This design comes from an exercise in tuning for small area on the open sky130 flow, not from production work. Function was checked by simulation only, so behaviour that the tests miss may differ from the original.

==> flow/design.v, too long to show whole: its modules and the start of the top module <==
// module slice24: 1362 lines
module slice24 (
    input  wire        clk,
    input  wire        rst,
    input  wire        ce,
    input  wire [11:0] op,
    input  wire [23:0] a,
    input  wire [7:0]  ax,
    input  wire [23:0] b,
    input  wire [7:0]  bx,
    input  wire [23:0] ain,
    input  wire [63:0] acin,
    input  wire        mode,
    input  wire [5:0]  rshift,
    input  wire [2:0]  owid,
    input  wire [3:0]  normk,
    input  wire [15:0] acsmap,
    output reg  [47:0] r,
    output reg  [3:0]  dec,
    output reg         satf,
    output reg         illop,
    output reg  [23:0] aout,
    output wire [63:0] acc_out
);
  // ...
==> flow/run.sh <==
#!/bin/bash
# synth_recipe.tcl (not shown) runs the flow's synth.tcl, then flattens the netlist and writes it again
# the make line also repeats each setting of config.mk as NAME=value (left out here)
make -C /OpenROAD-flow-scripts/flow DESIGN_CONFIG=/design/flow/config.mk WORK_HOME=/design/flow/orfs CLKGATE_MAP_FILE= SYNTH_SCRIPT=/design/flow/synth_recipe.tcl finish
==> flow/config.mk <==
export PLATFORM = sky130hd
export DESIGN_NAME = slice24
export DESIGN_NICKNAME = slice24
export VERILOG_FILES = /design/flow/design.v
export SDC_FILE = /design/flow/constraint.sdc
export NUM_CORES = 4
export LEC_CHECK = 0
export ABC_AREA = 1
export CAP_MARGIN = 20
export CORE_MARGIN = 2
export CORE_UTILIZATION = 60
export CTS_BUF_LIST = sky130_fd_sc_hd__clkbuf_8
export PLACE_DENSITY = 0.7
export SLEW_MARGIN = 20
==> flow/constraint.sdc <==
create_clock -name core_clock -period 22.0 [get_ports {clk}]
set_input_delay 4.4000 -clock core_clock [delete_from_list [all_inputs] [get_ports {clk}]]
set_output_delay 4.4000 -clock core_clock [all_outputs]
set_load 0.01 [all_outputs]
==> summary.txt, run 1 <==
layout cells sized above 1 = 5.34%
worst slew pin tran = 1.33 ns
Max H-tree Level = 4
Final TNS setup = 0 ns
top post-synthesis cells by area = edfxtp_1 (23%), fa_1 (19%), nand2_1 (9.1%)
Sequential Area = 23900 µm²
P&R area growth vs syn = 9.36%
run status = complete, no violations
initial DRC count = 12000
critical path endpoint category = flip-flop
placed insts = 12500
comb_multi_in = 7403
Yosys top cell by area = edfxtp_1
Final Skew = 0.0803 ns
Non-clock buffers = 514
Post-synth EDFFs = 659
placed instance area = 90700 µm²
CTS tree = done
main combinational cell family by area after synthesis = adder cells
FF+latch count = 865
R2R depth = 94
Synthesis Warnings = 2
Cell variety after synth = 69
DRC viols = 0
arrival time worst endpoint = 21.04 ns
==> inputs of run 2 (changes only) <==
--- a/flow/design.v
+++ b/flow/design.v
@@ -272,22 +272,21 @@
                 rm[10:0] = c0[10:0];
             else if ((l2[12:11] == 0) && !b0[11])
                 rm[10:0] = b0[10:0];
             else if (1'b1 && !a0[11])
                 rm[10:0] = a0[10:0];
             mod11 = (l == 11'd1) ? 11'd0 : rm;
         end
     endfunction
-    function [67:0] lane_add(input [63:0] x, input [63:0] y, input cin,
-                             input m16, input m32);
+    function [67:0] lane_add(input [63:0] x, input [63:0] y, input m16, input m32);
         reg [63:0] c, co;
         reg bg1, bt1, bg2, bt2, bg3, bt3, bg4, bt4, bg5, bt5, bg6, bt6, gz;
         begin
-            c[0] = cin;
+            c[0] = 1'b0;
             co[0] = (x[0] & y[0]) | (c[0] & (x[0] ^ y[0]));
             c[1] = co[0];
             co[1] = (x[1] & y[1]) | (c[1] & (x[1] ^ y[1]));
             c[2] = co[1];
             co[2] = (x[2] & y[2]) | (c[2] & (x[2] ^ y[2]));
             c[3] = co[2];
             co[3] = (x[3] & y[3]) | (c[3] & (x[3] ^ y[3]));
             c[4] = co[3];
@@ -320,17 +319,17 @@
             c[12] = co[11];
             co[12] = (x[12] & y[12]) | (c[12] & (x[12] ^ y[12]));
             c[13] = co[12];
             co[13] = (x[13] & y[13]) | (c[13] & (x[13] ^ y[13]));
             c[14] = co[13];
             co[14] = (x[14] & y[14]) | (c[14] & (x[14] ^ y[14]));
             c[15] = co[14];
             co[15] = (x[15] & y[15]) | (c[15] & (x[15] ^ y[15]));
-            c[16] = (m16) ? cin : (bg1 | (bt1 & c[8]));
+            c[16] = (m16) ? 1'b0 : (bg1 | (bt1 & c[8]));
             gz = 1'b0;
             gz = (x[16] & y[16]) | (gz & (x[16] | y[16]));
             gz = (x[17] & y[17]) | (gz & (x[17] | y[17]));
             gz = (x[18] & y[18]) | (gz & (x[18] | y[18]));
             gz = (x[19] & y[19]) | (gz & (x[19] | y[19]));
             gz = (x[20] & y[20]) | (gz & (x[20] | y[20]));
             gz = (x[21] & y[21]) | (gz & (x[21] | y[21]));
             gz = (x[22] & y[22]) | (gz & (x[22] | y[22]));
@@ -374,17 +373,17 @@
             c[28] = co[27];
             co[28] = (x[28] & y[28]) | (c[28] & (x[28] ^ y[28]));
             c[29] = co[28];
             co[29] = (x[29] & y[29]) | (c[29] & (x[29] ^ y[29]));
             c[30] = co[29];
             co[30] = (x[30] & y[30]) | (c[30] & (x[30] ^ y[30]));
             c[31] = co[30];
             co[31] = (x[31] & y[31]) | (c[31] & (x[31] ^ y[31]));
-            c[32] = (m16 || m32) ? cin : (bg3 | (bt3 & c[24]));
+            c[32] = (m16 || m32) ? 1'b0 : (bg3 | (bt3 & c[24]));
             gz = 1'b0;
             gz = (x[32] & y[32]) | (gz & (x[32] | y[32]));
             gz = (x[33] & y[33]) | (gz & (x[33] | y[33]));
             gz = (x[34] & y[34]) | (gz & (x[34] | y[34]));
             gz = (x[35] & y[35]) | (gz & (x[35] | y[35]));
             gz = (x[36] & y[36]) | (gz & (x[36] | y[36]));
             gz = (x[37] & y[37]) | (gz & (x[37] | y[37]));
             gz = (x[38] & y[38]) | (gz & (x[38] | y[38]));
@@ -428,17 +427,17 @@
             c[44] = co[43];
             co[44] = (x[44] & y[44]) | (c[44] & (x[44] ^ y[44]));
             c[45] = co[44];
             co[45] = (x[45] & y[45]) | (c[45] & (x[45] ^ y[45]));
             c[46] = co[45];
             co[46] = (x[46] & y[46]) | (c[46] & (x[46] ^ y[46]));
             c[47] = co[46];
             co[47] = (x[47] & y[47]) | (c[47] & (x[47] ^ y[47]));
-            c[48] = (m16) ? cin : (bg5 | (bt5 & c[40]));
+            c[48] = (m16) ? 1'b0 : (bg5 | (bt5 & c[40]));
             gz = 1'b0;
             gz = (x[48] & y[48]) | (gz & (x[48] | y[48]));
             gz = (x[49] & y[49]) | (gz & (x[49] | y[49]));
             gz = (x[50] & y[50]) | (gz & (x[50] | y[50]));
             gz = (x[51] & y[51]) | (gz & (x[51] | y[51]));
             gz = (x[52] & y[52]) | (gz & (x[52] | y[52]));
             gz = (x[53] & y[53]) | (gz & (x[53] | y[53]));
             gz = (x[54] & y[54]) | (gz & (x[54] | y[54]));
@@ -779,174 +778,237 @@
     endfunction
     function [15:0] cpa16(input [15:0] x, input [15:0] y);
         reg [16:0] s;
         begin
             s = add16(x, y);
             cpa16 = s[15:0];
         end
     endfunction
-    function automatic [47:0] mul24(input [23:0] x, input [23:0] y,
-                                    input m8, input m12);
-        reg [47:0] r0, r1, r2, r3, r4, r5, r6, r7, r8, r9, r10, r11, r12, r13, r14, r15, r16, r17, r18, r19, r20, r21, r22, r23, r24;
-        reg [47:0] w0, w1, w2, w3, w4, w5, w6, w7, w8, w9, w10, w11, w12, w13, w14, w15, w16, w17, w18, w19, w20, w21, w22, w23, w24, w25, w26, w27, w28, w29, w30, w31, w32, w33, w34, w35, w36, w37, w38, w39, w40, w41, w42, w43, w44, w45;
+    function [47:0] mul24(input [23:0] x, input [23:0] y,
+                          input m8, input m12, input ng);
+        reg [47:0] r0, r1, r2, r3, r4, r5, r6, r7, r8, r9, r10, r11, rn, rk;
+        reg [11:0] one, two, neg;
+        reg [23:0] yp;
+        reg [47:0] x48;
+        reg m24;
         reg [47:0] kl;
-        reg [23:0] act, inv;
+        reg [47:0] qm24;
+        reg [47:0] qm12;
+        reg [47:0] qm8;
+        reg [47:0] w0, w1, w2, w3, w4, w5, w6, w7, w8, w9, w10, w11, w12, w13, w14, w15, w16, w17, w18, w19, w20, w21, w22, w23;
         begin
+            m24 = !m8 && !m12;
+            x48 = {24'd0, x};
             kl = (m8 ? 48'h0001_0001_0000 : 48'd0) | (m12 ? 48'h0000_0100_0000 : 48'd0);
-            act = m8 ? 24'h0000FF : (m12 ? 24'h000FFF : 24'hFFFFFF);
-            inv = m8 ? 24'h000080 : (m12 ? 24'h000800 : 24'h800000);
-            r0 = {24'd0, ((x & {24{y[0]}}) ^ inv) & act} << 0;
-            act = m8 ? 24'h0000FF : (m12 ? 24'h000FFF : 24'hFFFFFF);
-            inv = m8 ? 24'h000080 : (m12 ? 24'h000800 : 24'h800000);
-            r1 = {24'd0, ((x & {24{y[1]}}) ^ inv) & act} << 1;
-            act = m8 ? 24'h0000FF : (m12 ? 24'h000FFF : 24'hFFFFFF);
-            inv = m8 ? 24'h000080 : (m12 ? 24'h000800 : 24'h800000);
-            r2 = {24'd0, ((x & {24{y[2]}}) ^ inv) & act} << 2;
-            act = m8 ? 24'h0000FF : (m12 ? 24'h000FFF : 24'hFFFFFF);
-            inv = m8 ? 24'h000080 : (m12 ? 24'h000800 : 24'h800000);
-            r3 = {24'd0, ((x & {24{y[3]}}) ^ inv) & act} << 3;
-            act = m8 ? 24'h0000FF : (m12 ? 24'h000FFF : 24'hFFFFFF);
-            inv = m8 ? 24'h000080 : (m12 ? 24'h000800 : 24'h800000);
-            r4 = {24'd0, ((x & {24{y[4]}}) ^ inv) & act} << 4;
-            act = m8 ? 24'h0000FF : (m12 ? 24'h000FFF : 24'hFFFFFF);
-            inv = m8 ? 24'h000080 : (m12 ? 24'h000800 : 24'h800000);
-            r5 = {24'd0, ((x & {24{y[5]}}) ^ inv) & act} << 5;
-            act = m8 ? 24'h0000FF : (m12 ? 24'h000FFF : 24'hFFFFFF);
-            inv = m8 ? 24'h000080 : (m12 ? 24'h000800 : 24'h800000);
-            r6 = {24'd0, ((x & {24{y[6]}}) ^ inv) & act} << 6;
-            act = m8 ? 24'h0000FF : (m12 ? 24'h000FFF : 24'hFFFFFF);
-            inv = m8 ? 24'h00007F : (m12 ? 24'h000800 : 24'h800000);
-            r7 = {24'd0, ((x & {24{y[7]}}) ^ inv) & act} << 7;
-            act = m8 ? 24'h00FF00 : (m12 ? 24'h000FFF : 24'hFFFFFF);
-            inv = m8 ? 24'h008000 : (m12 ? 24'h000800 : 24'h800000);
-            r8 = {24'd0, ((x & {24{y[8]}}) ^ inv) & act} << 8;
-            act = m8 ? 24'h00FF00 : (m12 ? 24'h000FFF : 24'hFFFFFF);
-            inv = m8 ? 24'h008000 : (m12 ? 24'h000800 : 24'h800000);
-            r9 = {24'd0, ((x & {24{y[9]}}) ^ inv) & act} << 9;
-            act = m8 ? 24'h00FF00 : (m12 ? 24'h000FFF : 24'hFFFFFF);
-            inv = m8 ? 24'h008000 : (m12 ? 24'h000800 : 24'h800000);
-            r10 = {24'd0, ((x & {24{y[10]}}) ^ inv) & act} << 10;
-            act = m8 ? 24'h00FF00 : (m12 ? 24'h000FFF : 24'hFFFFFF);
-            inv = m8 ? 24'h008000 : (m12 ? 24'h0007FF : 24'h800000);
-            r11 = {24'd0, ((x & {24{y[11]}}) ^ inv) & act} << 11;
-            act = m8 ? 24'h00FF00 : (m12 ? 24'hFFF000 : 24'hFFFFFF);
-            inv = m8 ? 24'h008000 : (m12 ? 24'h800000 : 24'h800000);
-            r12 = {24'd0, ((x & {24{y[12]}}) ^ inv) & act} << 12;
-            act = m8 ? 24'h00FF00 : (m12 ? 24'hFFF000 : 24'hFFFFFF);
-            inv = m8 ? 24'h008000 : (m12 ? 24'h800000 : 24'h800000);
-            r13 = {24'd0, ((x & {24{y[13]}}) ^ inv) & act} << 13;
-            act = m8 ? 24'h00FF00 : (m12 ? 24'hFFF000 : 24'hFFFFFF);
-            inv = m8 ? 24'h008000 : (m12 ? 24'h800000 : 24'h800000);
-            r14 = {24'd0, ((x & {24{y[14]}}) ^ inv) & act} << 14;
-            act = m8 ? 24'h00FF00 : (m12 ? 24'hFFF000 : 24'hFFFFFF);
-            inv = m8 ? 24'h007F00 : (m12 ? 24'h800000 : 24'h800000);
-            r15 = {24'd0, ((x & {24{y[15]}}) ^ inv) & act} << 15;
-            act = m8 ? 24'hFF0000 : (m12 ? 24'hFFF000 : 24'hFFFFFF);
-            inv = m8 ? 24'h800000 : (m12 ? 24'h800000 : 24'h800000);
-            r16 = {24'd0, ((x & {24{y[16]}}) ^ inv) & act} << 16;
-            act = m8 ? 24'hFF0000 : (m12 ? 24'hFFF000 : 24'hFFFFFF);
-            inv = m8 ? 24'h800000 : (m12 ? 24'h800000 : 24'h800000);
-            r17 = {24'd0, ((x & {24{y[17]}}) ^ inv) & act} << 17;
-            act = m8 ? 24'hFF0000 : (m12 ? 24'hFFF000 : 24'hFFFFFF);
-            inv = m8 ? 24'h800000 : (m12 ? 24'h800000 : 24'h800000);
-            r18 = {24'd0, ((x & {24{y[18]}}) ^ inv) & act} << 18;
-            act = m8 ? 24'hFF0000 : (m12 ? 24'hFFF000 : 24'hFFFFFF);
-            inv = m8 ? 24'h800000 : (m12 ? 24'h800000 : 24'h800000);
-            r19 = {24'd0, ((x & {24{y[19]}}) ^ inv) & act} << 19;
-            act = m8 ? 24'hFF0000 : (m12 ? 24'hFFF000 : 24'hFFFFFF);
-            inv = m8 ? 24'h800000 : (m12 ? 24'h800000 : 24'h800000);
-            r20 = {24'd0, ((x & {24{y[20]}}) ^ inv) & act} << 20;
-            act = m8 ? 24'hFF0000 : (m12 ? 24'hFFF000 : 24'hFFFFFF);
-            inv = m8 ? 24'h800000 : (m12 ? 24'h800000 : 24'h800000);
-            r21 = {24'd0, ((x & {24{y[21]}}) ^ inv) & act} << 21;
-            act = m8 ? 24'hFF0000 : (m12 ? 24'hFFF000 : 24'hFFFFFF);
-            inv = m8 ? 24'h800000 : (m12 ? 24'h800000 : 24'h800000);
-            r22 = {24'd0, ((x & {24{y[22]}}) ^ inv) & act} << 22;
-            act = m8 ? 24'hFF0000 : (m12 ? 24'hFFF000 : 24'hFFFFFF);
-            inv = m8 ? 24'h7F0000 : (m12 ? 24'h7FF000 : 24'h7FFFFF);
-            r23 = {24'd0, ((x & {24{y[23]}}) ^ inv) & act} << 23;
-            r24 = m8 ? 48'h810081008100 : (m12 ? 48'h801000801000 : 48'h800001000000);
+            yp = {y[22:0], 1'b0};
+            if (m8) begin yp[8] = 1'b0; yp[16] = 1'b0; end
+            if (m12) yp[12] = 1'b0;
+            one[0] = y[0] ^ yp[0];
+            two[0] = (y[1] & !y[0] & !yp[0]) | (!y[1] & y[0] & yp[0]);
+            neg[0] = (y[1] & !(y[0] & yp[0])) ^ ng;
+            one[1] = y[2] ^ yp[2];
+            two[1] = (y[3] & !y[2] & !yp[2]) | (!y[3] & y[2] & yp[2]);
+            neg[1] = (y[3] & !(y[2] & yp[2])) ^ ng;
+            one[2] = y[4] ^ yp[4];
+            two[2] = (y[5] & !y[4] & !yp[4]) | (!y[5] & y[4] & yp[4]);
+            neg[2] = (y[5] & !(y[4] & yp[4])) ^ ng;
+            one[3] = y[6] ^ yp[6];
+            two[3] = (y[7] & !y[6] & !yp[6]) | (!y[7] & y[6] & yp[6]);
+            neg[3] = (y[7] & !(y[6] & yp[6])) ^ ng;
+            one[4] = y[8] ^ yp[8];
+            two[4] = (y[9] & !y[8] & !yp[8]) | (!y[9] & y[8] & yp[8]);
+            neg[4] = (y[9] & !(y[8] & yp[8])) ^ ng;
+            one[5] = y[10] ^ yp[10];
+            two[5] = (y[11] & !y[10] & !yp[10]) | (!y[11] & y[10] & yp[10]);
+            neg[5] = (y[11] & !(y[10] & yp[10])) ^ ng;
+            one[6] = y[12] ^ yp[12];
+            two[6] = (y[13] & !y[12] & !yp[12]) | (!y[13] & y[12] & yp[12]);
+            neg[6] = (y[13] & !(y[12] & yp[12])) ^ ng;
+            one[7] = y[14] ^ yp[14];
+            two[7] = (y[15] & !y[14] & !yp[14]) | (!y[15] & y[14] & yp[14]);
+            neg[7] = (y[15] & !(y[14] & yp[14])) ^ ng;
+            one[8] = y[16] ^ yp[16];
+            two[8] = (y[17] & !y[16] & !yp[16]) | (!y[17] & y[16] & yp[16]);
+            neg[8] = (y[17] & !(y[16] & yp[16])) ^ ng;
+            one[9] = y[18] ^ yp[18];
+            two[9] = (y[19] & !y[18] & !yp[18]) | (!y[19] & y[18] & yp[18]);
+            neg[9] = (y[19] & !(y[18] & yp[18])) ^ ng;
+            one[10] = y[20] ^ yp[20];
+            two[10] = (y[21] & !y[20] & !yp[20]) | (!y[21] & y[20] & yp[20]);
+            neg[10] = (y[21] & !(y[20] & yp[20])) ^ ng;
+            one[11] = y[22] ^ yp[22];
+            two[11] = (y[23] & !y[22] & !yp[22]) | (!y[23] & y[22] & yp[22]);
+            neg[11] = (y[23] & !(y[22] & yp[22])) ^ ng;
+            qm24 = (((({48{one[0]}} & (x48 & 48'h000000FFFFFF)) | ({48{two[0]}} & (((x48 & 48'h000000FFFFFF) << 1) & 48'h000000FFFFFF))) ^ ({48{neg[0]}} & 48'h000000FFFFFF)) << 0) | ({47'd0, !(((one[0] | two[0]) & x[23]) ^ neg[0])} << 24);
+            qm12 = (((({48{one[0]}} & (x48 & 48'h000000000FFF)) | ({48{two[0]}} & (((x48 & 48'h000000000FFF) << 1) & 48'h000000000FFF))) ^ ({48{neg[0]}} & 48'h000000000FFF)) << 0) | ({47'd0, !(((one[0] | two[0]) & x[11]) ^ neg[0])} << 12);
+            qm8 = (((({48{one[0]}} & (x48 & 48'h0000000000FF)) | ({48{two[0]}} & (((x48 & 48'h0000000000FF) << 1) & 48'h0000000000FF))) ^ ({48{neg[0]}} & 48'h0000000000FF)) << 0) | ({47'd0, !(((one[0] | two[0]) & x[7]) ^ neg[0])} << 8);
+            r0 = m8 ? qm8 : (m12 ? qm12 : qm24);
+            qm24 = (((({48{one[1]}} & (x48 & 48'h000000FFFFFF)) | ({48{two[1]}} & (((x48 & 48'h000000FFFFFF) << 1) & 48'h000000FFFFFF))) ^ ({48{neg[1]}} & 48'h000000FFFFFF)) << 2) | ({47'd0, !(((one[1] | two[1]) & x[23]) ^ neg[1])} << 26);
+            qm12 = (((({48{one[1]}} & (x48 & 48'h000000000FFF)) | ({48{two[1]}} & (((x48 & 48'h000000000FFF) << 1) & 48'h000000000FFF))) ^ ({48{neg[1]}} & 48'h000000000FFF)) << 2) | ({47'd0, !(((one[1] | two[1]) & x[11]) ^ neg[1])} << 14);
+            qm8 = (((({48{one[1]}} & (x48 & 48'h0000000000FF)) | ({48{two[1]}} & (((x48 & 48'h0000000000FF) << 1) & 48'h0000000000FF))) ^ ({48{neg[1]}} & 48'h0000000000FF)) << 2) | ({47'd0, !(((one[1] | two[1]) & x[7]) ^ neg[1])} << 10);
+            r1 = m8 ? qm8 : (m12 ? qm12 : qm24);
+            qm24 = (((({48{one[2]}} & (x48 & 48'h000000FFFFFF)) | ({48{two[2]}} & (((x48 & 48'h000000FFFFFF) << 1) & 48'h000000FFFFFF))) ^ ({48{neg[2]}} & 48'h000000FFFFFF)) << 4) | ({47'd0, !(((one[2] | two[2]) & x[23]) ^ neg[2])} << 28);
+            qm12 = (((({48{one[2]}} & (x48 & 48'h000000000FFF)) | ({48{two[2]}} & (((x48 & 48'h000000000FFF) << 1) & 48'h000000000FFF))) ^ ({48{neg[2]}} & 48'h000000000FFF)) << 4) | ({47'd0, !(((one[2] | two[2]) & x[11]) ^ neg[2])} << 16);
+            qm8 = (((({48{one[2]}} & (x48 & 48'h0000000000FF)) | ({48{two[2]}} & (((x48 & 48'h0000000000FF) << 1) & 48'h0000000000FF))) ^ ({48{neg[2]}} & 48'h0000000000FF)) << 4) | ({47'd0, !(((one[2] | two[2]) & x[7]) ^ neg[2])} << 12);
+            r2 = m8 ? qm8 : (m12 ? qm12 : qm24);
+            qm24 = (((({48{one[3]}} & (x48 & 48'h000000FFFFFF)) | ({48{two[3]}} & (((x48 & 48'h000000FFFFFF) << 1) & 48'h000000FFFFFF))) ^ ({48{neg[3]}} & 48'h000000FFFFFF)) << 6) | ({47'd0, !(((one[3] | two[3]) & x[23]) ^ neg[3])} << 30);
+            qm12 = (((({48{one[3]}} & (x48 & 48'h000000000FFF)) | ({48{two[3]}} & (((x48 & 48'h000000000FFF) << 1) & 48'h000000000FFF))) ^ ({48{neg[3]}} & 48'h000000000FFF)) << 6) | ({47'd0, !(((one[3] | two[3]) & x[11]) ^ neg[3])} << 18);
+            qm8 = (((({48{one[3]}} & (x48 & 48'h0000000000FF)) | ({48{two[3]}} & (((x48 & 48'h0000000000FF) << 1) & 48'h0000000000FF))) ^ ({48{neg[3]}} & 48'h0000000000FF)) << 6) | ({47'd0, !(((one[3] | two[3]) & x[7]) ^ neg[3])} << 14);
+            r3 = m8 ? qm8 : (m12 ? qm12 : qm24);
+            qm24 = (((({48{one[4]}} & (x48 & 48'h000000FFFFFF)) | ({48{two[4]}} & (((x48 & 48'h000000FFFFFF) << 1) & 48'h000000FFFFFF))) ^ ({48{neg[4]}} & 48'h000000FFFFFF)) << 8) | ({47'd0, !(((one[4] | two[4]) & x[23]) ^ neg[4])} << 32);
+            qm12 = (((({48{one[4]}} & (x48 & 48'h000000000FFF)) | ({48{two[4]}} & (((x48 & 48'h000000000FFF) << 1) & 48'h000000000FFF))) ^ ({48{neg[4]}} & 48'h000000000FFF)) << 8) | ({47'd0, !(((one[4] | two[4]) & x[11]) ^ neg[4])} << 20);
+            qm8 = (((({48{one[4]}} & (x48 & 48'h00000000FF00)) | ({48{two[4]}} & (((x48 & 48'h00000000FF00) << 1) & 48'h00000000FF00))) ^ ({48{neg[4]}} & 48'h00000000FF00)) << 8) | ({47'd0, !(((one[4] | two[4]) & x[15]) ^ neg[4])} << 24);
+            r4 = m8 ? qm8 : (m12 ? qm12 : qm24);
+            qm24 = (((({48{one[5]}} & (x48 & 48'h000000FFFFFF)) | ({48{two[5]}} & (((x48 & 48'h000000FFFFFF) << 1) & 48'h000000FFFFFF))) ^ ({48{neg[5]}} & 48'h000000FFFFFF)) << 10) | ({47'd0, !(((one[5] | two[5]) & x[23]) ^ neg[5])} << 34);
+            qm12 = (((({48{one[5]}} & (x48 & 48'h000000000FFF)) | ({48{two[5]}} & (((x48 & 48'h000000000FFF) << 1) & 48'h000000000FFF))) ^ ({48{neg[5]}} & 48'h000000000FFF)) << 10) | ({47'd0, !(((one[5] | two[5]) & x[11]) ^ neg[5])} << 22);
+            qm8 = (((({48{one[5]}} & (x48 & 48'h00000000FF00)) | ({48{two[5]}} & (((x48 & 48'h00000000FF00) << 1) & 48'h00000000FF00))) ^ ({48{neg[5]}} & 48'h00000000FF00)) << 10) | ({47'd0, !(((one[5] | two[5]) & x[15]) ^ neg[5])} << 26);
+            r5 = m8 ? qm8 : (m12 ? qm12 : qm24);
+            qm24 = (((({48{one[6]}} & (x48 & 48'h000000FFFFFF)) | ({48{two[6]}} & (((x48 & 48'h000000FFFFFF) << 1) & 48'h000000FFFFFF))) ^ ({48{neg[6]}} & 48'h000000FFFFFF)) << 12) | ({47'd0, !(((one[6] | two[6]) & x[23]) ^ neg[6])} << 36);
+            qm12 = (((({48{one[6]}} & (x48 & 48'h000000FFF000)) | ({48{two[6]}} & (((x48 & 48'h000000FFF000) << 1) & 48'h000000FFF000))) ^ ({48{neg[6]}} & 48'h000000FFF000)) << 12) | ({47'd0, !(((one[6] | two[6]) & x[23]) ^ neg[6])} << 36);
+            qm8 = (((({48{one[6]}} & (x48 & 48'h00000000FF00)) | ({48{two[6]}} & (((x48 & 48'h00000000FF00) << 1) & 48'h00000000FF00))) ^ ({48{neg[6]}} & 48'h00000000FF00)) << 12) | ({47'd0, !(((one[6] | two[6]) & x[15]) ^ neg[6])} << 28);
+            r6 = m8 ? qm8 : (m12 ? qm12 : qm24);
+            qm24 = (((({48{one[7]}} & (x48 & 48'h000000FFFFFF)) | ({48{two[7]}} & (((x48 & 48'h000000FFFFFF) << 1) & 48'h000000FFFFFF))) ^ ({48{neg[7]}} & 48'h000000FFFFFF)) << 14) | ({47'd0, !(((one[7] | two[7]) & x[23]) ^ neg[7])} << 38);
+            qm12 = (((({48{one[7]}} & (x48 & 48'h000000FFF000)) | ({48{two[7]}} & (((x48 & 48'h000000FFF000) << 1) & 48'h000000FFF000))) ^ ({48{neg[7]}} & 48'h000000FFF000)) << 14) | ({47'd0, !(((one[7] | two[7]) & x[23]) ^ neg[7])} << 38);
+            qm8 = (((({48{one[7]}} & (x48 & 48'h00000000FF00)) | ({48{two[7]}} & (((x48 & 48'h00000000FF00) << 1) & 48'h00000000FF00))) ^ ({48{neg[7]}} & 48'h00000000FF00)) << 14) | ({47'd0, !(((one[7] | two[7]) & x[15]) ^ neg[7])} << 30);
+            r7 = m8 ? qm8 : (m12 ? qm12 : qm24);
+            qm24 = (((({48{one[8]}} & (x48 & 48'h000000FFFFFF)) | ({48{two[8]}} & (((x48 & 48'h000000FFFFFF) << 1) & 48'h000000FFFFFF))) ^ ({48{neg[8]}} & 48'h000000FFFFFF)) << 16) | ({47'd0, !(((one[8] | two[8]) & x[23]) ^ neg[8])} << 40);
+            qm12 = (((({48{one[8]}} & (x48 & 48'h000000FFF000)) | ({48{two[8]}} & (((x48 & 48'h000000FFF000) << 1) & 48'h000000FFF000))) ^ ({48{neg[8]}} & 48'h000000FFF000)) << 16) | ({47'd0, !(((one[8] | two[8]) & x[23]) ^ neg[8])} << 40);
+            qm8 = (((({48{one[8]}} & (x48 & 48'h000000FF0000)) | ({48{two[8]}} & (((x48 & 48'h000000FF0000) << 1) & 48'h000000FF0000))) ^ ({48{neg[8]}} & 48'h000000FF0000)) << 16) | ({47'd0, !(((one[8] | two[8]) & x[23]) ^ neg[8])} << 40);
+            r8 = m8 ? qm8 : (m12 ? qm12 : qm24);
+            qm24 = (((({48{one[9]}} & (x48 & 48'h000000FFFFFF)) | ({48{two[9]}} & (((x48 & 48'h000000FFFFFF) << 1) & 48'h000000FFFFFF))) ^ ({48{neg[9]}} & 48'h000000FFFFFF)) << 18) | ({47'd0, !(((one[9] | two[9]) & x[23]) ^ neg[9])} << 42);
+            qm12 = (((({48{one[9]}} & (x48 & 48'h000000FFF000)) | ({48{two[9]}} & (((x48 & 48'h000000FFF000) << 1) & 48'h000000FFF000))) ^ ({48{neg[9]}} & 48'h000000FFF000)) << 18) | ({47'd0, !(((one[9] | two[9]) & x[23]) ^ neg[9])} << 42);
+            qm8 = (((({48{one[9]}} & (x48 & 48'h000000FF0000)) | ({48{two[9]}} & (((x48 & 48'h000000FF0000) << 1) & 48'h000000FF0000))) ^ ({48{neg[9]}} & 48'h000000FF0000)) << 18) | ({47'd0, !(((one[9] | two[9]) & x[23]) ^ neg[9])} << 42);
+            r9 = m8 ? qm8 : (m12 ? qm12 : qm24);
+            qm24 = (((({48{one[10]}} & (x48 & 48'h000000FFFFFF)) | ({48{two[10]}} & (((x48 & 48'h000000FFFFFF) << 1) & 48'h000000FFFFFF))) ^ ({48{neg[10]}} & 48'h000000FFFFFF)) << 20) | ({47'd0, !(((one[10] | two[10]) & x[23]) ^ neg[10])} << 44);
+            qm12 = (((({48{one[10]}} & (x48 & 48'h000000FFF000)) | ({48{two[10]}} & (((x48 & 48'h000000FFF000) << 1) & 48'h000000FFF000))) ^ ({48{neg[10]}} & 48'h000000FFF000)) << 20) | ({47'd0, !(((one[10] | two[10]) & x[23]) ^ neg[10])} << 44);
+            qm8 = (((({48{one[10]}} & (x48 & 48'h000000FF0000)) | ({48{two[10]}} & (((x48 & 48'h000000FF0000) << 1) & 48'h000000FF0000))) ^ ({48{neg[10]}} & 48'h000000FF0000)) << 20) | ({47'd0, !(((one[10] | two[10]) & x[23]) ^ neg[10])} << 44);
+            r10 = m8 ? qm8 : (m12 ? qm12 : qm24);
+            qm24 = (((({48{one[11]}} & (x48 & 48'h000000FFFFFF)) | ({48{two[11]}} & (((x48 & 48'h000000FFFFFF) << 1) & 48'h000000FFFFFF))) ^ ({48{neg[11]}} & 48'h000000FFFFFF)) << 22) | ({47'd0, !(((one[11] | two[11]) & x[23]) ^ neg[11])} << 46);
+            qm12 = (((({48{one[11]}} & (x48 & 48'h000000FFF000)) | ({48{two[11]}} & (((x48 & 48'h000000FFF000) << 1) & 48'h000000FFF000))) ^ ({48{neg[11]}} & 48'h000000FFF000)) << 22) | ({47'd0, !(((one[11] | two[11]) & x[23]) ^ neg[11])} << 46);
+            qm8 = (((({48{one[11]}} & (x48 & 48'h000000FF0000)) | ({48{two[11]}} & (((x48 & 48'h000000FF0000) << 1) & 48'h000000FF0000))) ^ ({48{neg[11]}} & 48'h000000FF0000)) << 22) | ({47'd0, !(((one[11] | two[11]) & x[23]) ^ neg[11])} << 46);
+            r11 = m8 ? qm8 : (m12 ? qm12 : qm24);
+            rk = m8 ? 48'hAB00AB00AB00 : (m12 ? 48'hAAB000AAB000 : 48'hAAAAAB000000);
+            rn = 48'd0;
+            rn[0] = (m24 && neg[0]) | (m12 && neg[0]) | (m8 && neg[0]);
+            rn[2] = (m24 && neg[1]) | (m12 && neg[1]) | (m8 && neg[1]);
+            rn[4] = (m24 && neg[2]) | (m12 && neg[2]) | (m8 && neg[2]);
+            rn[6] = (m24 && neg[3]) | (m12 && neg[3]) | (m8 && neg[3]);
+            rn[8] = (m24 && neg[4]) | (m12 && neg[4]);
+            rn[10] = (m24 && neg[5]) | (m12 && neg[5]);
+            rn[12] = (m24 && neg[6]);
+            rn[14] = (m24 && neg[7]);
+            rn[16] = (m24 && neg[8]) | (m8 && neg[4]);
+            rn[18] = (m24 && neg[9]) | (m8 && neg[5]);
+            rn[20] = (m24 && neg[10]) | (m8 && neg[6]);
+            rn[22] = (m24 && neg[11]) | (m8 && neg[7]);
+            rn[24] = (m12 && neg[6]);
+            rn[26] = (m12 && neg[7]);
+            rn[28] = (m12 && neg[8]);
+            rn[30] = (m12 && neg[9]);
+            rn[32] = (m12 && neg[10]) | (m8 && neg[8]);
+            rn[34] = (m12 && neg[11]) | (m8 && neg[9]);
+            rn[36] = (m8 && neg[10]);
+            rn[38] = (m8 && neg[11]);
             w0 = r0 ^ r1 ^ r2;
             w1 = (((r0 & r1) | (r0 & r2) | (r1 & r2)) << 1) & ~kl;
             w2 = r3 ^ r4 ^ r5;
             w3 = (((r3 & r4) | (r3 & r5) | (r4 & r5)) << 1) & ~kl;
             w4 = r6 ^ r7 ^ r8;
             w5 = (((r6 & r7) | (r6 & r8) | (r7 & r8)) << 1) & ~kl;
             w6 = r9 ^ r10 ^ r11;
             w7 = (((r9 & r10) | (r9 & r11) | (r10 & r11)) << 1) & ~kl;
-            w8 = r12 ^ r13 ^ r14;
-            w9 = (((r12 & r13) | (r12 & r14) | (r13 & r14)) << 1) & ~kl;
-            w10 = r15 ^ r16 ^ r17;
-            w11 = (((r15 & r16) | (r15 & r17) | (r16 & r17)) << 1) & ~kl;
-            w12 = r18 ^ r19 ^ r20;
-            w13 = (((r18 & r19) | (r18 & r20) | (r19 & r20)) << 1) & ~kl;
-            w14 = r21 ^ r22 ^ r23;
-            w15 = (((r21 & r22) | (r21 & r23) | (r22 & r23)) << 1) & ~kl;
-            w16 = w0 ^ w1 ^ w2;
-            w17 = (((w0 & w1) | (w0 & w2) | (w1 & w2)) << 1) & ~kl;
-            w18 = w3 ^ w4 ^ w5;
-            w19 = (((w3 & w4) | (w3 & w5) | (w4 & w5)) << 1) & ~kl;
-            w20 = w6 ^ w7 ^ w8;
-            w21 = (((w6 & w7) | (w6 & w8) | (w7 & w8)) << 1) & ~kl;
-            w22 = w9 ^ w10 ^ w11;
-            w23 = (((w9 & w10) | (w9 & w11) | (w10 & w11)) << 1) & ~kl;
-            w24 = w12 ^ w13 ^ w14;
-            w25 = (((w12 & w13) | (w12 & w14) | (w13 & w14)) << 1) & ~kl;
-            w26 = w16 ^ w17 ^ w18;
-            w27 = (((w16 & w17) | (w16 & w18) | (w17 & w18)) << 1) & ~kl;
-            w28 = w19 ^ w20 ^ w21;
-            w29 = (((w19 & w20) | (w19 & w21) | (w20 & w21)) << 1) & ~kl;
-            w30 = w22 ^ w23 ^ w24;
-            w31 = (((w22 & w23) | (w22 & w24) | (w23 & w24)) << 1) & ~kl;
-            w32 = w25 ^ w15 ^ r24;
-            w33 = (((w25 & w15) | (w25 & r24) | (w15 & r24)) << 1) & ~kl;
-            w34 = w26 ^ w27 ^ w28;
-            w35 = (((w26 & w27) | (w26 & w28) | (w27 & w28)) << 1) & ~kl;
-            w36 = w29 ^ w30 ^ w31;
-            w37 = (((w29 & w30) | (w29 & w31) | (w30 & w31)) << 1) & ~kl;
-            w38 = w34 ^ w35 ^ w36;
-            w39 = (((w34 & w35) | (w34 & w36) | (w35 & w36)) << 1) & ~kl;
-            w40 = w37 ^ w32 ^ w33;
-            w41 = (((w37 & w32) | (w37 & w33) | (w32 & w33)) << 1) & ~kl;
-            w42 = w38 ^ w39 ^ w40;
-            w43 = (((w38 & w39) | (w38 & w40) | (w39 & w40)) << 1) & ~kl;
-            w44 = w42 ^ w43 ^ w41;
-            w45 = (((w42 & w43) | (w42 & w41) | (w43 & w41)) << 1) & ~kl;
-            mul24 = cpa48(w44, w45, kl);
-        end
-    endfunction
-    function automatic [15:0] mul8(input [7:0] x, input [7:0] y);
-        reg [15:0] r0, r1, r2, r3, r4, r5, r6, r7, r8;
-        reg [15:0] w0, w1, w2, w3, w4, w5, w6, w7, w8, w9, w10, w11, w12, w13;
-        begin
-            r0 = {8'd0, (x & {8{y[0]}}) ^ 8'h80} << 0;
-            r1 = {8'd0, (x & {8{y[1]}}) ^ 8'h80} << 1;
-            r2 = {8'd0, (x & {8{y[2]}}) ^ 8'h80} << 2;
-            r3 = {8'd0, (x & {8{y[3]}}) ^ 8'h80} << 3;
-            r4 = {8'd0, (x & {8{y[4]}}) ^ 8'h80} << 4;
-            r5 = {8'd0, (x & {8{y[5]}}) ^ 8'h80} << 5;
-            r6 = {8'd0, (x & {8{y[6]}}) ^ 8'h80} << 6;
-            r7 = {8'd0, (x & {8{y[7]}}) ^ 8'h7F} << 7;
-            r8 = 16'h8100;
+            w8 = w0 ^ w1 ^ w2;
+            w9 = (((w0 & w1) | (w0 & w2) | (w1 & w2)) << 1) & ~kl;
+            w10 = w3 ^ w4 ^ w5;
+            w11 = (((w3 & w4) | (w3 & w5) | (w4 & w5)) << 1) & ~kl;
+            w12 = w6 ^ w7 ^ rn;
+            w13 = (((w6 & w7) | (w6 & rn) | (w7 & rn)) << 1) & ~kl;
+            w14 = w8 ^ w9 ^ w10;
+            w15 = (((w8 & w9) | (w8 & w10) | (w9 & w10)) << 1) & ~kl;
+            w16 = w11 ^ w12 ^ w13;
+            w17 = (((w11 & w12) | (w11 & w13) | (w12 & w13)) << 1) & ~kl;
+            w18 = w14 ^ w15 ^ w16;
+            w19 = (((w14 & w15) | (w14 & w16) | (w15 & w16)) << 1) & ~kl;
+            w20 = w18 ^ w19 ^ w17;
+            w21 = (((w18 & w19) | (w18 & w17) | (w19 & w17)) << 1) & ~kl;
+            w22 = w20 ^ w21 ^ rk;
+            w23 = (((w20 & w21) | (w20 & rk) | (w21 & rk)) << 1) & ~kl;
+            mul24 = cpa48(w22, w23, kl);
+        end
+    endfunction
+    function [15:0] mul8(input [7:0] x, input [7:0] y, input ng);
+        reg [15:0] r0, r1, r2, r3, rn, rk, w0, w1, w2, w3, w4, w5, w6, w7;
+        reg [3:0]  one, two, neg;
+        reg [7:0]  yp;
+        begin
+            yp = {y[6:0], 1'b0};
+            one[0] = y[0] ^ yp[0];
+            two[0] = (y[1] & !y[0] & !yp[0]) | (!y[1] & y[0] & yp[0]);
+            neg[0] = (y[1] & !(y[0] & yp[0])) ^ ng;
+            r0 = 16'd0;
+            r0[0] = (one[0] & x[0]) ^ neg[0];
+            r0[1] = ((one[0] & x[1]) | (two[0] & x[0])) ^ neg[0];
+            r0[2] = ((one[0] & x[2]) | (two[0] & x[1])) ^ neg[0];
+            r0[3] = ((one[0] & x[3]) | (two[0] & x[2])) ^ neg[0];
+            r0[4] = ((one[0] & x[4]) | (two[0] & x[3])) ^ neg[0];
+            r0[5] = ((one[0] & x[5]) | (two[0] & x[4])) ^ neg[0];
+            r0[6] = ((one[0] & x[6]) | (two[0] & x[5])) ^ neg[0];
+            r0[7] = ((one[0] & x[7]) | (two[0] & x[6])) ^ neg[0];
+            r0[8] = !(((one[0] | two[0]) & x[7]) ^ neg[0]);
+            one[1] = y[2] ^ yp[2];
+            two[1] = (y[3] & !y[2] & !yp[2]) | (!y[3] & y[2] & yp[2]);
+            neg[1] = (y[3] & !(y[2] & yp[2])) ^ ng;
+            r1 = 16'd0;
+            r1[2] = (one[1] & x[0]) ^ neg[1];
+            r1[3] = ((one[1] & x[1]) | (two[1] & x[0])) ^ neg[1];
+            r1[4] = ((one[1] & x[2]) | (two[1] & x[1])) ^ neg[1];
+            r1[5] = ((one[1] & x[3]) | (two[1] & x[2])) ^ neg[1];
+            r1[6] = ((one[1] & x[4]) | (two[1] & x[3])) ^ neg[1];
+            r1[7] = ((one[1] & x[5]) | (two[1] & x[4])) ^ neg[1];
+            r1[8] = ((one[1] & x[6]) | (two[1] & x[5])) ^ neg[1];
+            r1[9] = ((one[1] & x[7]) | (two[1] & x[6])) ^ neg[1];
+            r1[10] = !(((one[1] | two[1]) & x[7]) ^ neg[1]);
+            one[2] = y[4] ^ yp[4];
+            two[2] = (y[5] & !y[4] & !yp[4]) | (!y[5] & y[4] & yp[4]);
+            neg[2] = (y[5] & !(y[4] & yp[4])) ^ ng;
+            r2 = 16'd0;
+            r2[4] = (one[2] & x[0]) ^ neg[2];
+            r2[5] = ((one[2] & x[1]) | (two[2] & x[0])) ^ neg[2];
+            r2[6] = ((one[2] & x[2]) | (two[2] & x[1])) ^ neg[2];
+            r2[7] = ((one[2] & x[3]) | (two[2] & x[2])) ^ neg[2];
+            r2[8] = ((one[2] & x[4]) | (two[2] & x[3])) ^ neg[2];
+            r2[9] = ((one[2] & x[5]) | (two[2] & x[4])) ^ neg[2];
+            r2[10] = ((one[2] & x[6]) | (two[2] & x[5])) ^ neg[2];
+            r2[11] = ((one[2] & x[7]) | (two[2] & x[6])) ^ neg[2];
+            r2[12] = !(((one[2] | two[2]) & x[7]) ^ neg[2]);
+            one[3] = y[6] ^ yp[6];
+            two[3] = (y[7] & !y[6] & !yp[6]) | (!y[7] & y[6] & yp[6]);
+            neg[3] = (y[7] & !(y[6] & yp[6])) ^ ng;
+            r3 = 16'd0;
+            r3[6] = (one[3] & x[0]) ^ neg[3];
+            r3[7] = ((one[3] & x[1]) | (two[3] & x[0])) ^ neg[3];
+            r3[8] = ((one[3] & x[2]) | (two[3] & x[1])) ^ neg[3];
+            r3[9] = ((one[3] & x[3]) | (two[3] & x[2])) ^ neg[3];
+            r3[10] = ((one[3] & x[4]) | (two[3] & x[3])) ^ neg[3];
+            r3[11] = ((one[3] & x[5]) | (two[3] & x[4])) ^ neg[3];
+            r3[12] = ((one[3] & x[6]) | (two[3] & x[5])) ^ neg[3];
+            r3[13] = ((one[3] & x[7]) | (two[3] & x[6])) ^ neg[3];
+            r3[14] = !(((one[3] | two[3]) & x[7]) ^ neg[3]);
+            rk = 16'hAB00;
+            rn = {9'd0, neg[3], 1'b0, neg[2], 1'b0, neg[1], 1'b0, neg[0]};
             w0 = r0 ^ r1 ^ r2;
             w1 = ((r0 & r1) | (r0 & r2) | (r1 & r2)) << 1;
-            w2 = r3 ^ r4 ^ r5;
-            w3 = ((r3 & r4) | (r3 & r5) | (r4 & r5)) << 1;
-            w4 = r6 ^ r7 ^ r8;
-            w5 = ((r6 & r7) | (r6 & r8) | (r7 & r8)) << 1;
-            w6 = w0 ^ w1 ^ w2;
-            w7 = ((w0 & w1) | (w0 & w2) | (w1 & w2)) << 1;
-            w8 = w3 ^ w4 ^ w5;
-            w9 = ((w3 & w4) | (w3 & w5) | (w4 & w5)) << 1;
-            w10 = w6 ^ w7 ^ w8;
-            w11 = ((w6 & w7) | (w6 & w8) | (w7 & w8)) << 1;
-            w12 = w10 ^ w11 ^ w9;
-            w13 = ((w10 & w11) | (w10 & w9) | (w11 & w9)) << 1;
-            mul8 = cpa16(w12, w13);
+            w2 = r3 ^ rn ^ rk;
+            w3 = ((r3 & rn) | (r3 & rk) | (rn & rk)) << 1;
+            w4 = w0 ^ w1 ^ w2;
+            w5 = ((w0 & w1) | (w0 & w2) | (w1 & w2)) << 1;
+            w6 = w4 ^ w5 ^ w3;
+            w7 = ((w4 & w5) | (w4 & w3) | (w5 & w3)) << 1;
+            mul8 = cpa16(w6, w7);
         end
     endfunction
     wire [3:0] opc   = op[3:0];
     wire [1:0] split = op[5:4];
     wire       ysrc  = op[7];
     wire       agadv = op[8];
     wire       asrc  = op[11];
     wire opc_arith = (opc == 4'd1) || (opc == 4'd2) || (opc == 4'd3) || (opc == 4'd4);
@@ -1028,23 +1090,23 @@
             s1_y     <= y;
             s1_x3    <= ax;
             s1_y3    <= y3;
         end
     end
     wire        p_m8  = s1_split[1];
     wire        p_m12 = !s1_split[1] && s1_split[0];
     wire s1_arith = (s1_cls == C_MUL) || (s1_cls == C_MAC) || (s1_cls == C_MACC);
-    function [63:0] products(input m8, input m12, input [23:0] X1, input [23:0] Y1,
-                             input [7:0] x3, input [7:0] y3);
+    function [63:0] products(input m8, input m12, input ng, input [23:0] X1,
+                             input [23:0] Y1, input [7:0] x3, input [7:0] y3);
         reg [47:0] pm;
         reg [15:0] p3;
         begin
-            pm = mul24(X1, Y1, m8, m12);
-            p3 = mul8(x3, y3);
+            pm = mul24(X1, Y1, m8, m12, ng);
+            p3 = mul8(x3, y3, ng);
             products = m8  ? {p3, pm} :
                        m12 ? {{8{pm[47]}}, pm[47:24], {8{pm[23]}}, pm[23:0]} :
                              {{16{pm[47]}}, pm};
         end
     endfunction
     function [63:0] operands(input m8, input m12, input [23:0] X1, input [23:0] Y1);
         operands = m8  ? {4'd0, Y1[23:12], 4'd0, Y1[11:0], 4'd0, X1[23:12], 4'd0, X1[11:0]} :
                    m12 ? {{8{Y1[23]}}, Y1, {8{X1[23]}}, X1} :
@@ -1066,39 +1128,39 @@
     end
     always @(posedge clk) begin
         if (ce) begin
             s2_split <= s1_split;
             s2_sat   <= s1_sat;
             s2_neg   <= s1_neg;
             s2_rnd   <= s1_rnd;
             if (s1_arith)
-                s2_d <= products(p_m8, p_m12, aout, s1_y, s1_x3, s1_y3);
+                s2_d <= products(p_m8, p_m12, s1_neg, aout, s1_y, s1_x3, s1_y3);
             else
                 s2_d <= operands(p_m8, p_m12, aout, s1_y);
         end
     end
     reg  [63:0] acc;
     reg  [14:0] acs_cnt;
     reg  [9:0]  idxc;
     reg         empty;
     assign acc_out = acc;
     wire c_mul  = (s2_cls == C_MUL);
     wire c_mac  = (s2_cls == C_MAC);
     wire c_macc = (s2_cls == C_MACC);
     wire c_lda  = (s2_cls == C_LDA);
     wire c_acs  = (s2_cls == C_ACS);
     wire c_mm   = (s2_cls == C_MM);
     function [64:0] arith3(input [63:0] base, input [63:0] d,
-                                     input neg, input sat, input m16, input m32);
+                           input sat, input m16, input m32);
         reg [67:0] ladd;
         reg [63:0] sum, msbs, cl_v, top_v;
         reg [3:0]  ov16, seg_cl, seg_top;
         begin
-            ladd = lane_add(base, d ^ {64{neg}}, neg, m16, m32);
+            ladd = lane_add(base, d, m16, m32);
             sum  = ladd[63:0];
             ov16 = ladd[67:64];
             seg_cl  = {4{sat}} &
                       (m16 ? ov16 : (m32 ? {ov16[3], ov16[3], ov16[1], ov16[1]} : {4{ov16[3]}}));
             seg_top = m16 ? {sum[63], sum[47], sum[31], sum[15]} :
                       (m32 ? {sum[63], sum[63], sum[31], sum[31]} : {4{sum[63]}});
             msbs    = m16 ? 64'h8000_8000_8000_8000 :
                       (m32 ? 64'h8000_0000_8000_0000 : 64'h8000_0000_0000_0000);
@@ -1152,17 +1214,16 @@
             c    = cmp24(xv, m[23:0]);
             take = emp || (neg ? c[1] : c[0]);
             mm_step = take ? {idx, xv} : m;
         end
     endfunction
     wire        c_ar     = c_mul || c_mac || c_macc;
     wire        a_m16    = s2_split[1];
     wire        a_m32    = !s2_split[1] && s2_split[0];
-    wire        neg_e    = s2_neg && c_ar;
     wire [63:0] base     = c_mac ? acc : (c_macc ? acin : 64'd0);
     wire        idxc_full = &idxc;
     wire [14:0] nk_mask  = ~(15'h7FFF << normk);
     wire        acs_norm = &(acs_cnt | ~nk_mask);
     reg  [15:0] acsmap_q;
     always @(posedge clk)
         acsmap_q <= acsmap;
     localparam [1:0] K_NONE = 2'd0;
@@ -1174,17 +1235,17 @@
     reg  [1:0]  s3_split;
     reg         s3_sat, s3_rnd;
     reg         s3_satf;
     reg  [3:0]  s3_dec;
     always @(posedge clk) begin : st3
         reg [64:0] ar;
         reg [68:0] ac;
         reg [33:0] mm;
-        ar = arith3(base, s2_d, neg_e, s2_sat && c_ar, a_m16, a_m32);
+        ar = arith3(base, s2_d, s2_sat && c_ar, a_m16, a_m32);
         ac = acs_step(acc, s2_d[47:0], acsmap_q, s2_sat, acs_norm);
         mm = mm_step(acc[33:0], s2_d[23:0], s2_neg, empty, idxc);
         if (rst) begin
             acc     <= 64'd0;
             acs_cnt <= 15'd0;
             idxc    <= 10'd0;
             empty   <= 1'b1;
             s3_k    <= K_NONE;
==> flow/config.mk (replaced) <==
export PLATFORM = sky130hd
export DESIGN_NAME = slice24
export DESIGN_NICKNAME = slice24
export VERILOG_FILES = /design/flow/design.v
export SDC_FILE = /design/flow/constraint.sdc
export NUM_CORES = 4
export LEC_CHECK = 0
export ABC_AREA = 1
export CAP_MARGIN = 20
export CORE_MARGIN = 2
export CORE_UTILIZATION = 45
export CTS_BUF_LIST = sky130_fd_sc_hd__clkbuf_8
export GPL_TIMING_DRIVEN = 0
export SLEW_MARGIN = 20
==> run 2 against run 1 <==
  * Worst hold slack got worse by 0.0043 ns
  * Sequential share of layout area increased by 0.41 points
  * Clock skew increased by 0.048 ns
  * Synthesized area decreased by 4.2%
  * Flip-flop and latch count unchanged
  * Maximum frequency increased by 0.26%
  * Routed wire length increased by 13%
  * First-iteration DRC count increased by 3.3%
  * Global-route usage decreased by 5.9 points
==> summary.txt, run 2 <==
run status = complete, no violations (unchanged)
postcts setup bufs = 0 (unchanged)
crit path buf inv count = 20 (was 12)
GR met3 Demand/Resource = 10.7% (was 15.4%)
P&R area growth vs syn = 12.3% (was 9.36%)
Most Crowded Layer GR = met2 (unchanged)
R2R depth = 91 (was 94)
Initial Util = 45.4% (was 60.5%)
clock latency (worst-skew pair) = 0.99 ns (was 0.92 ns)
critical path endpoint category = flip-flop (unchanged)
syn_nets = 11700 (was 12100)
Worst Setup EP = acc[15] (was acc[30])
Final TNS setup = 0 ns (unchanged)
Clock Tree Root = clkbuf_8 (unchanged)
Hold WS = 0.419 ns (was 0.423 ns)
via count = 83200 (was 82400)
vias in the first global route = 78100 (was 79500)
total global-route track usage = 43.1% (was 49.0%)
Tcrit/Tclk final = 91.7% (was 91.9%)
M1 GR Usage = 54.0% (was 61.7%)
detailed placer's ending HPWL = 324000 µm (was 270000 µm)
DR pass1 iterations = 11 (was 16)
commonest cells in the netlist = nand2_1 (1953), inv_1 (1436), o21ai_0 (1017) (was nand2_1 (2073), inv_1 (1737), o21ai_0 (939))
Sequential Area = 23900 µm² (about the same)
endpoints failing hold = 0 (unchanged)
I/O Pins = 339 (unchanged)
hold buffers post-CTS = 0 (unchanged)
Post-synth EDFFs = 659 (unchanged)
vias per cell = 6.17 (was 6.45)
clk sink count = 865 (unchanged)
Regs by FF count = cw (512), acc (64), s2_d (64) (unchanged)
drt total wl = 410000 µm (was 363000 µm)
Syn Area/Cell = 7.86 µm² (was 8.05 µm²)
multi-input logic area = 50300 µm² (was 52900 µm²)
Yosys top cell by area = edfxtp_1 (unchanged)
GPL Wtd Cong = 1.11 (was 1.09)
Worst EP required = 22.73 ns (was 22.82 ns)
Overflow after GRT = 0 (unchanged)
Top FF cell, synth = edfxtp_1 (unchanged)
Max-Cap Viols = 0 (unchanged)
Worst Setup SP = s2_d[12] (was acsmap_q[10])
cell count along the critical path = 91 (was 94)
FF-to-FF End = acc[15] (was acc[30])
CP peak stage delay = 0.77 ns (was 0.78 ns)
largest net degree at the start of global routing = 96 (was 93)
layout cells sized above 1 = 3.89% (was 5.34%)
Top reg by flops = cw (unchanged)
Cell variety after synth = 66 (was 69)
Final Setup Violations = 0 (unchanged)
TritonCTS buffer count = 152 (was 147)
#FFs+latches synth = 865 (unchanged)
CP top delay family = adder cells (unchanged)
top post-synthesis cells by area = edfxtp_1 (24%), fa_1 (13%), nand2_1 (8.9%) (was edfxtp_1 (23%), fa_1 (19%), nand2_1 (9.1%))
FF-to-FF Start = s2_d[12] (was acsmap_q[10])
CP max FO = 10 (was 34)
max reg flops = 512 (unchanged)
CTS tree = done (unchanged)
arrival time worst endpoint = 20.90 ns (was 21.04 ns)
DRC viols = 0 (unchanged)
die area = 186000 µm² (was 146000 µm²)
worst slew pin tran = 1.33 ns (about the same)
Worst slew margin = 11.0% (was 10.4%)
post-synth top area share = 24.1% (was 23.1%)
Die Y-Extent = 431 µm (was 382 µm)
Syn Inst Count = 10400 (was 10600)
Hold Crit Class = flip-flop to flip-flop (unchanged)
Synth async-reset ratio = 0% (unchanged)
Core ar. = 181000 µm² (was 142000 µm²)
Tmin final = 20.17 ns (was 20.22 ns)
Most Frequent Cell on Critical Path = fa_1 (was nand2_1)
Max H-tree Level = 4 (unchanged)
# rows = 156 (was 138)
CP Class = flip-flop to flip-flop (unchanged)
Slowest-stage cell, CP = o21ai_0 (unchanged)
initial DRC count = 12400 (was 12000)
commonest cells after routing, fill and taps aside = nand2_1 (1953), inv_1 (1489), o21ai_0 (1016), a21oi_1 (927), edfxtp_1 (659) (was nand2_1 (2071), inv_1 (1785), o21ai_0 (935), nor2_1 (863), fa_1 (809))
met2 Use GR = 64.0% (was 71.9%)
Critical Path Source Type = flip-flop (unchanged)
sequential area share after synthesis = 29.1% (was 27.9%)
clock tree buffer depth = 3 (unchanged)
Final Skew = 0.128 ns (was 0.0803 ns)
Routed Antenna Nets = 0 (unchanged)
PostCTS Resize Cnt = 0 (unchanged)
Final Max Tran Viols = 0 (unchanged)
max frequency = 49.6 MHz (was 49.5 MHz)
port bufs = 333 (was 338)
first-pass GRT wire length = 571000 µm (was 522000 µm)
fin nets = 12200 (was 12300)
initial antenna violation count = 47 (was 28)
average wire per standard cell = 30.5 µm (was 28.4 µm)
chip width = 431 µm (was 382 µm)
Post-Synthesis Cell Area = 82100 µm² (was 85700 µm²)
clock-pin slew on the worst setup and hold paths = 0.06 ns (was 0.08 ns)
# fillers = 17900 (was 11600)
RSZ-0062 raised after global routing = no (unchanged)
commonest non-fill, non-tap cell in the layout = nand2_1 (unchanged)
cell with the most instances after synthesis = nand2_1 (unchanged)
Synthesis Warnings = 2 (unchanged)
-- run 2: how the worst min path moves through the flow --
stage / endpoint / from / cells after the start
finish: s2_sat / s1_sat / 0
global route: s2_sat / s1_sat / 0
CTS: s2_sat / s1_sat / 0
detailed placement: s2_sat / s1_sat / 0
global placement: s2_rnd / s1_rnd / 0
floorplan: s2_rnd / s1_rnd / 0
-- run 2: final cells by class --
class                   count  share of cell area, %
diodes                     31                 0.0841
plain buffers             598                   2.59
clock buffers             159                   2.37
clock inverters           118                  0.997
inverters                1502                   6.11
multi-input cells        7475                   54.6
flip-flops and latches    865                   25.9
well taps                2370                   3.21
repair buffers            352                   4.12
-- run 2: per-layer routing --
layer  routed length (µm)  part of all wire (%)
met1               152000                    37
met2               173000                    42
met3                46900                    11
met4                38300                   9.3
met5                  115                 0.028
-- run 2: cells by family after synthesis --
kind of cell	count (synthesis)	synth area share, %
xor+xnor	294	3.14
compound gates	2981	21.0
fa+ha+maj	1058	21.1
flops	865	29.1
mux	47	0.610
buf+inv	2100	9.77
simple gates	3095	15.2
-- run 2: through the flow --
stage	util, %	std cells	setup WS, ns	instance area [µm²]
after global routing	51.0	13500	0.790	92200
after global placement	48.9	13100	2.34	88400
after CTS	50.9	13400	2.18	92100
after detailed placement	49.2	13200	2.21	89000
final	51.0	13500	1.83	92200
after floorplan	-	10400	5.42	82100
==> inputs of run 3 (changes only) <==
--- a/flow/config.mk
+++ b/flow/config.mk
@@ -11,3 +11,3 @@
 export CORE_UTILIZATION = 45
-export CTS_BUF_LIST = sky130_fd_sc_hd__clkbuf_8
+export CTS_BUF_LIST = sky130_fd_sc_hd__clkbuf_4
 export GPL_TIMING_DRIVEN = 0
==> run 3 against run 2 <==
  * Still clean on timing, DRC and antenna
  * Setup slack better by 0.052 ns
  * Register-to-register slack better by 0.05 ns
  * Clock-buffer cell count is 165 higher
  * Global-route usage hardly changed
  * Cell count is 0.96% higher
  * Utilization is 0.064 points lower
  * Synthesized cell count stayed put
  * Critical path depth stayed put
  * Worst hold slack better by 0.011 ns
  * Via count is 0.65% higher
  * Critical endpoint unchanged
==> summary.txt, run 3 <==
FF-to-FF Start = s2_d[12] (unchanged)
top post-synthesis cells by area = edfxtp_1 (24%), fa_1 (13%), nand2_1 (8.9%) (unchanged)
Max H-tree Level = 4 (unchanged)
Slowest-stage cell, CP = o21ai_0 (unchanged)
Routed Antenna Nets = 0 (unchanged)
detailed placer's ending HPWL = 324000 µm (unchanged)
Cell variety after synth = 66 (unchanged)
Yosys top cell by area = edfxtp_1 (unchanged)
DR pass1 iterations = 7 (was 11)
clock-pin slew on the worst setup and hold paths = 0.08 ns (was 0.06 ns)
syn_nets = 11700 (unchanged)
cell with the most instances after synthesis = nand2_1 (unchanged)
Post-Synthesis Cell Area = 82100 µm² (unchanged)
M1 GR Usage = 54.0% (about the same)
Die Y-Extent = 431 µm (unchanged)
commonest non-fill, non-tap cell in the layout = nand2_1 (unchanged)
critical path endpoint category = flip-flop (unchanged)
run status = complete, no violations (unchanged)
Final Max Tran Viols = 0 (unchanged)
Synthesis Warnings = 2 (unchanged)
PostCTS Resize Cnt = 0 (unchanged)
FF-to-FF End = acc[15] (unchanged)
Max-Cap Viols = 0 (unchanged)
Top FF cell, synth = edfxtp_1 (unchanged)
port bufs = 333 (unchanged)
Final Skew = 0.186 ns (was 0.128 ns)
postcts setup bufs = 0 (unchanged)
endpoints failing hold = 0 (unchanged)
via count = 83700 (was 83200)
Post-synth EDFFs = 659 (unchanged)
DRC viols = 0 (unchanged)
I/O Pins = 339 (unchanged)
Critical Path Source Type = flip-flop (unchanged)
CP Class = flip-flop to flip-flop (unchanged)
worst slew pin tran = 1.32 ns (was 1.33 ns)
Tmin final = 20.11 ns (was 20.17 ns)
Synth async-reset ratio = 0% (unchanged)
TritonCTS buffer count = 222 (was 152)
total global-route track usage = 43.1% (about the same)
P&R area growth vs syn = 12.2% (was 12.3%)
max frequency = 49.7 MHz (was 49.6 MHz)
Core ar. = 181000 µm² (unchanged)
commonest cells after routing, fill and taps aside = nand2_1 (1953), inv_1 (1436), o21ai_0 (1016), a21oi_1 (927), edfxtp_1 (659) (was nand2_1 (1953), inv_1 (1489), o21ai_0 (1016), a21oi_1 (927), edfxtp_1 (659))
fin nets = 12300 (was 12200)
Most Frequent Cell on Critical Path = fa_1 (unchanged)
# rows = 156 (unchanged)
initial antenna violation count = 43 (was 47)
Setup WS post-layout = 1.89 ns (was 1.83 ns)
initial DRC count = 11800 (was 12400)
Clock Tree Root = clkbuf_4 (was clkbuf_8)
post-synth top area share = 24.1% (unchanged)
largest net degree at the start of global routing = 96 (unchanged)
Top reg by flops = cw (unchanged)
vias per cell = 6.15 (was 6.17)
drt total wl = 410000 µm (about the same)
sequential area share after synthesis = 29.1% (unchanged)
Worst slew margin = 12.0% (was 11.0%)
chip width = 431 µm (unchanged)
CP peak stage delay = 0.73 ns (was 0.77 ns)
GPL Wtd Cong = 1.11 (unchanged)
clock latency (worst-skew pair) = 1.35 ns (was 0.99 ns)
#FFs+latches synth = 865 (unchanged)
Regs by FF count = cw (512), acc (64), s2_d (64) (unchanged)
die area = 186000 µm² (unchanged)
CTS tree = done (unchanged)
Initial Util = 45.4% (unchanged)
vias in the first global route = 78700 (was 78100)
Overflow after GRT = 0 (unchanged)
Hold Crit Class = flip-flop to flip-flop (unchanged)
clk sink count = 865 (unchanged)
max reg flops = 512 (unchanged)
hold buffers post-CTS = 0 (unchanged)
GR met3 Demand/Resource = 10.6% (was 10.7%)
pre-CTS setup slack = 2.21 ns (unchanged)
met2 Use GR = 64.1% (was 64.0%)
RSZ-0062 raised after global routing = no (unchanged)
Worst EP required = 23.07 ns (was 22.73 ns)
layout cells sized above 1 = 5.23% (was 3.89%)
first-pass GRT wire length = 571000 µm (about the same)
average wire per standard cell = 30.2 µm (was 30.5 µm)
Final TNS setup = 0 ns (unchanged)
Worst Setup EP = acc[15] (unchanged)
Final Setup Violations = 0 (unchanged)
CP max FO = 10 (unchanged)
clock tree buffer depth = 3 (unchanged)
Syn Inst Count = 10400 (unchanged)
Worst Setup SP = s2_d[12] (unchanged)
Hold WS = 0.429 ns (was 0.419 ns)
R2R depth = 91 (unchanged)
Tcrit/Tclk final = 91.4% (was 91.7%)
commonest cells in the netlist = nand2_1 (1953), inv_1 (1436), o21ai_0 (1017) (unchanged)
Most Crowded Layer GR = met2 (unchanged)
arrival time worst endpoint = 21.19 ns (was 20.90 ns)
Syn Area/Cell = 7.86 µm² (unchanged)
## run 3: changes by cell type in the layout (fill, tap and decap cells not counted), moves of 2 or more
cell,before,now
clkbuf_4,0,324
clkbuf_8,159,0
inv_1,1489,1436
clkinv_1,65,84
diode_2,31,40
clkinv_16,10,3
clkinvlp_4,5,0
bufinv_16,4,1
clkinv_2,16,13
inv_6,0,3
inv_16,2,4
## run 3: worst max-delay path: cells and delay by family (launching register included)
kind	cells	cell delay, ns
adder cells (fa/ha/maj)	31	10.98
AO/OA/AOI/OAI	12	3.32
buffers and inverters	20	2.68
AND/OR/NAND/NOR	28	2.39
flip-flops	1	0.53
## run 3: worst min-delay path by stage
stage,slack (ns),depth (start not counted),endpoint,from
after CTS,0.43,0,s2_rnd,s1_rnd
after global routing,0.44,0,s2_rnd,s1_rnd
final,0.43,0,s2_rnd,s1_rnd
after global placement,0.40,0,s2_rnd,s1_rnd
after floorplan,0.40,0,s2_rnd,s1_rnd
after detailed placement,0.41,0,s2_sat,s1_sat
## run 3: logic make-up (layout without fill, tap and decap cells)
family | Yosys count | count (layout) | share of synthesized area [%]
xor gates and xnor gates | 294 | 294 | 3.14
muxes | 47 | 47 | 0.610
buffers and inverters | 2100 | 2849 | 9.77
and+or+nand+nor | 3095 | 3095 | 15.2
other | 0 | 40 | 0
adders and majority gates | 1058 | 1058 | 21.1
AOI/OAI and AO/OA | 2981 | 2981 | 21.0
DFF | 865 | 865 | 29.1
## run 3: routing by layer
metal  up-vias  wire (µm)
met3      1373      45400
met2      5663     174000
met5         -        115
met4        20      37500
li1      36600          -
met1     40100     153000
## run 3: layout make-up
| class | count | area, µm² |
|---|---|---|
| repair buffers | 352 | 3800 |
| inverters | 1502 | 5640 |
| multi-input cells | 7475 | 50300 |
| clock inverters | 73 | 538 |
| well taps | 2370 | 2970 |
| fillers | 18100 | 88800 |
| clock buffers | 324 | 2430 |
| plain buffers | 598 | 2390 |
| flip-flops and latches | 865 | 23900 |
| diodes | 40 | 100 |
## run 3: per-stage QoR
step / utilization (%) / cells / instance area (µm²)
2_1_floorplan: - / 10400 / 82100
3_3_place_gp: 48.9 / 13100 / 88400
3_5_place_dp: 49.2 / 13200 / 89000
4_1_cts: 50.8 / 13600 / 92000
5_1_grt: 50.9 / 13600 / 92100
6_report: 50.9 / 13600 / 92100

port drivers added, routing unchanged:
The flow's constraints put no driver on any port. The routed layouts listed below were extracted and timed again, unchanged, in two steps. Step 1 sets driving cells, clkbuf_16 on the clock port and buf_2 on the other inputs (assumed; they add their load-dependent delay and slew). Step 2 also shifts input and output timing later by t, the mid clock arrival at the registers, as if the neighbouring blocks saw the same clock. Slacks: ideal / step 1 / step 2; pairs: ideal / step 1.
run | t, ns | slack for setup (ns) | worst setup path at the end | worst register clock-pin slew, ns
run 1 | 0.964 | 1.782 / 1.782 / 1.782 | register to register | 0.08 / 0.08
run 2 | 1.017 | 1.835 / 1.835 / 1.835 | register to register | 0.08 / 0.08
run 3 | 1.349 | 1.886 / 1.886 / 1.886 | register to register | 0.09 / 0.09
After both steps every run listed still meets setup and hold.
